Background: an optimization exercise with open tools, aiming at small area, a short achievable clock period and few clock cycles per item. Do not read the settings as production practice. The RTL was checked by simulation tests, not by an equivalence proof against the original design. Power is estimated from default activity; no workload was simulated.

Design cmd_env_check, start of the top module:
module cmd_env_check (
    input  wire        clk,
    input  wire        rst,             
    input  wire        in_valid,
    output wire        in_ready,
    input  wire [31:0] in_data,
    input  wire        in_last,
    input  wire [31:0] conn_id,         
    input  wire [47:0] bus_counter,     
    output reg         res_valid,
    output reg  [2:0]  res_code,        
    output reg  [2:0]  res_cv,          
    output wire [15:0] res_epoch,       
    output wire        res_epoch_set    
);
For scale: ~2000 cells after synthesis, roughly 350 flip-flops, ~140 I/O pins, roughly 21000 sq um of cells after synthesis.
Settings: LEC_CHECK=0, ABC_CLOCK_PERIOD_IN_PS=3000, CAP_MARGIN=20, CORE_MARGIN=2, CORE_UTILIZATION=40, CTS_BUF_LIST=sky130_fd_sc_hd__clkbuf_4 sky130_fd_sc_hd__clkbuf_8, PLACE_DENSITY=0.6, SETUP_SLACK_MARGIN=4.5, SLEW_MARGIN=20; clock period 8.0 ns.
standard.sh (not shown) runs the stock make flow with config.mk's settings and CLKGATE_MAP_FILE= SYNTH_SCRIPT=/design/flow/synth_recipe.tcl, a recipe that flattens the netlist after the stock synthesis.
==> flow/flow/run.sh <==
#!/bin/bash
# The standard layout, except that the ports are buffered with
# sky130_fd_sc_hd__buf_1 (the resizer sizes them up where timing needs it)
# instead of the delay buffer buffer_ports picks by default.
set -euo pipefail
export BUFFER_PORTS_ARGS="-buffer_cell sky130_fd_sc_hd__buf_1"
bash standard.sh > standard.log 2>&1
Testbench counts at the start, summed over its fixed seeds: cycles 128,720, envelopes 3,200.
Next try:
--- a/flow/config.mk
+++ b/flow/config.mk
@@ -8 +8 @@
-export ABC_CLOCK_PERIOD_IN_PS = 3000
+export ABC_CLOCK_PERIOD_IN_PS = 2200
@@ -14 +14 @@
-export SETUP_SLACK_MARGIN = 4.5
+export SETUP_SLACK_MARGIN = 5.0
Outcome:
- routed wire length climbs by 2.3%
- count of clock-buffer cells in the layout drops by 5
- power climbs by 3.3%
- worst hold slack improved by 0.0045 ns
- utilization climbs by 2.6 points
- global-route usage hardly moves


cmd_env_check again, from the RTL that the note above started with.
Settings: LEC_CHECK=0, ABC_CLOCK_PERIOD_IN_PS=3000, CAP_MARGIN=20, CORE_MARGIN=2, CORE_UTILIZATION=55, CTS_BUF_LIST=sky130_fd_sc_hd__clkbuf_4 sky130_fd_sc_hd__clkbuf_8, PLACE_DENSITY=0.75, SETUP_SLACK_MARGIN=5.0, SLEW_MARGIN=20; clock period 8.0 ns.
Scripts as last shown in full above: flow/flow/run.sh
The first run completed with no timing, DRC or antenna violations.
Testbench counts at the start, summed over its fixed seeds: cycles 128,720, envelopes 3,200.
==> next run, changes <==
- CORE_UTILIZATION: 55 -> 40
- PLACE_DENSITY: 0.75 -> 0.6
Result:
- The new run finished with timing, DRC and antenna clean
- synthesized area is unchanged
- critical path depth drops by 1
- cell count climbs by 7.2%
- routed wire length climbs by 3.3%
- sequential cell count is unchanged
- setup slack is better by 0.092 ns
- clock power climbs by about 5%
- power climbs by 1.2%
==> next run, changes <==
==> flow/flow/run.sh (replaced) <==
#!/bin/bash
# The standard layout, except that the ports are buffered with
# sky130_fd_sc_hd__buf_1 (the resizer sizes them up where timing needs it)
# instead of the delay buffer buffer_ports picks by default, and that timing
# repair aims for 5.5 ns of setup slack.
set -euo pipefail
export BUFFER_PORTS_ARGS="-buffer_cell sky130_fd_sc_hd__buf_1"
export SETUP_SLACK_MARGIN=5.5
bash standard.sh > standard.log 2>&1
- SETUP_SLACK_MARGIN: 5.0 -> unset
After rerunning:
- The changed run ran to the end with no violations
- worst setup slack improved by 0.12 ns
- via count grows by 6.2%
- wire length grows by 11%
- final cell count grows by 6.3%
- clock-buffer cell count grows by 7
- global-route usage grows by 2.4 points
- hold slack improved by 0.027 ns
- synthesized area is unchanged
- non-clock buffer count grows by 173
- combinational power grows by 28%
==> next run, changes <==
==> flow/run.sh (new file) <==
#!/bin/bash
# synth_recipe.tcl (not shown) runs the flow's synth.tcl, then flattens the netlist and writes it again
# the make line also repeats each setting of config.mk as NAME=value (left out here)
make -C /OpenROAD-flow-scripts/flow DESIGN_CONFIG=/design/flow/config.mk WORK_HOME=/design/flow/orfs CLKGATE_MAP_FILE= SYNTH_SCRIPT=/design/flow/synth_recipe.tcl finish
- SETUP_SLACK_MARGIN: unset -> 5.0
removed: flow/flow/run.sh
removed: flow/standard.sh
The new run finished with timing, DRC and antenna clean.
Worst setup slack loses 0.29 ns.
Cell area came out lower by a little under a tenth.
Clock skew fell by 0.021 ns.
Core utilization falls by 4.7 points.
Routed wire length drops by a little under a tenth.
==> next run, changes <==
==> flow/flow/run.sh (new file) <==
#!/bin/bash
# The standard layout, except that the ports are buffered with
# sky130_fd_sc_hd__buf_1 (the resizer sizes them up where timing needs it)
# instead of the delay buffer buffer_ports picks by default.
set -euo pipefail
export BUFFER_PORTS_ARGS="-buffer_cell sky130_fd_sc_hd__buf_1"
bash standard.sh > standard.log 2>&1
==> flow/standard.sh (new file) <==
#!/bin/bash
# synth_recipe.tcl (not shown) runs the flow's synth.tcl, then flattens the netlist and writes it again
# the make line also repeats each setting of config.mk as NAME=value (left out here)
make -C /OpenROAD-flow-scripts/flow DESIGN_CONFIG=/design/flow/config.mk WORK_HOME=/design/flow/orfs CLKGATE_MAP_FILE= SYNTH_SCRIPT=/design/flow/synth_recipe.tcl "${@:-finish}"
- CTS_BUF_LIST: sky130_fd_sc_hd__clkbuf_4 sky130_fd_sc_hd__clkbuf_8 -> sky130_fd_sc_hd__clkbuf_16
- CTS_CLUSTER_DIAMETER: unset -> 150
- CTS_CLUSTER_SIZE: unset -> 30
removed: flow/run.sh
Effect: Critical path depth came out lower by 1. Hold slack gets better by 0.014 ns. Global-route usage fell by 0.94 points. Clock power fell by well over a third. Cell count came out lower by a few percent. Setup slack improved by 0.082 ns. Count of clock-buffer cells in the layout decreases by 87. Maximum frequency came out higher by a few percent. Flip-flop and latch count does not change.


cmd_env_check, a different RTL version from the one above (not shown whole).
For scale: roughly 2000 cells after synthesis, ~140 I/O pins, roughly 21000 µm² of cells after synthesis.
export LEC_CHECK = 0
export ABC_CLOCK_PERIOD_IN_PS = 3000
export CAP_MARGIN = 20
export CORE_MARGIN = 2
export CORE_UTILIZATION = 40
export CTS_BUF_LIST = sky130_fd_sc_hd__clkbuf_4 sky130_fd_sc_hd__clkbuf_8
export PLACE_DENSITY = 0.6
export SETUP_SLACK_MARGIN = 5.0
export SLEW_MARGIN = 20
export TNS_END_PERCENT = 10
create_clock -name core_clock -period 8.0 [get_ports {clk}]
==> flow/flow/run.sh <==
#!/bin/bash
# The standard layout, except that the ports are buffered with
# sky130_fd_sc_hd__buf_1 (the resizer sizes them up where timing needs it)
# instead of the delay buffer buffer_ports picks by default.
set -euo pipefail
export BUFFER_PORTS_ARGS="-buffer_cell sky130_fd_sc_hd__buf_1"
bash standard.sh > standard.log 2>&1
The first run produced a clean layout.
Testbench counts at the start, summed over its fixed seeds: cycles 128,720, envelopes 3,200.
==> next run, changes <==
--- a/flow/config.mk
+++ b/flow/config.mk
@@ -13 +13 @@
-export PLACE_DENSITY = 0.6
+export PLACE_DENSITY = 0.45
@@ -16 +15,0 @@
-export TNS_END_PERCENT = 10
Outcome: Combinational power went up by a little under a tenth. Power rose slightly. Maximum frequency is higher by a few percent. Worst setup slack gets better by 0.13 ns. Cell area is higher by a few percent.
==> next run, changes <==
--- a/flow/config.mk
+++ b/flow/config.mk
@@ -13 +13 @@
-export PLACE_DENSITY = 0.45
+export PLACE_DENSITY = 0.6
What happened: The new run finished with timing, DRC and antenna clean. Utilization falls by 0.53 points. Die area stays the same. Clock-buffer cell count falls by 9. Power falls slightly. Clock power barely changes.

[re-timing with driven ports]
The flow's constraints put no driver on any port. The routed layouts listed below were extracted and timed again, unchanged, in two steps.
Step 1 (the two cells are an assumption about what drives the block):
set clk [get_ports {clk}]
set_driving_cell -lib_cell sky130_fd_sc_hd__clkbuf_16 $clk
set_driving_cell -lib_cell sky130_fd_sc_hd__buf_2 [delete_from_list [all_inputs] $clk]
Step 2 also shifts input and output timing later by t, the mid clock arrival at the registers, as if the neighbouring blocks saw the same clock.
Slacks: ideal ports / drivers / drivers and shift; pairs: ideal ports / drivers.
run	t (ns)	setup slack, ns	worst setup path at the end
the first run of note 1	0.701	4.576 / 4.606 / 3.905	input to register
the second run of note 1	0.728	5.019 / 5.035 / 4.322	input to register
the first run of note 2	0.696	4.927 / 4.951 / 4.256	input to register
the second run of note 2	0.728	5.019 / 5.035 / 4.322	input to register
the third run of note 2	0.711	5.135 / 5.139 / 4.432	input to register
the fourth run of note 2	0.690	4.843 / 4.874 / 4.184	input to register
the fifth run of note 2	0.593	4.926 / 4.956 / 4.363	input to register
the first run of note 3	0.720	4.881 / 4.923 / 4.203	input to register
the second run of note 3	0.695	5.009 / 5.044 / 4.349	input to register
the third run of note 3	0.701	4.998 / 5.005 / 4.304	input to register
After both steps every run listed still meets setup and hold. The setup slack of the third run of note 2, which loses most, moves by +0.004 ns with the drivers and by -0.703 ns with both steps.
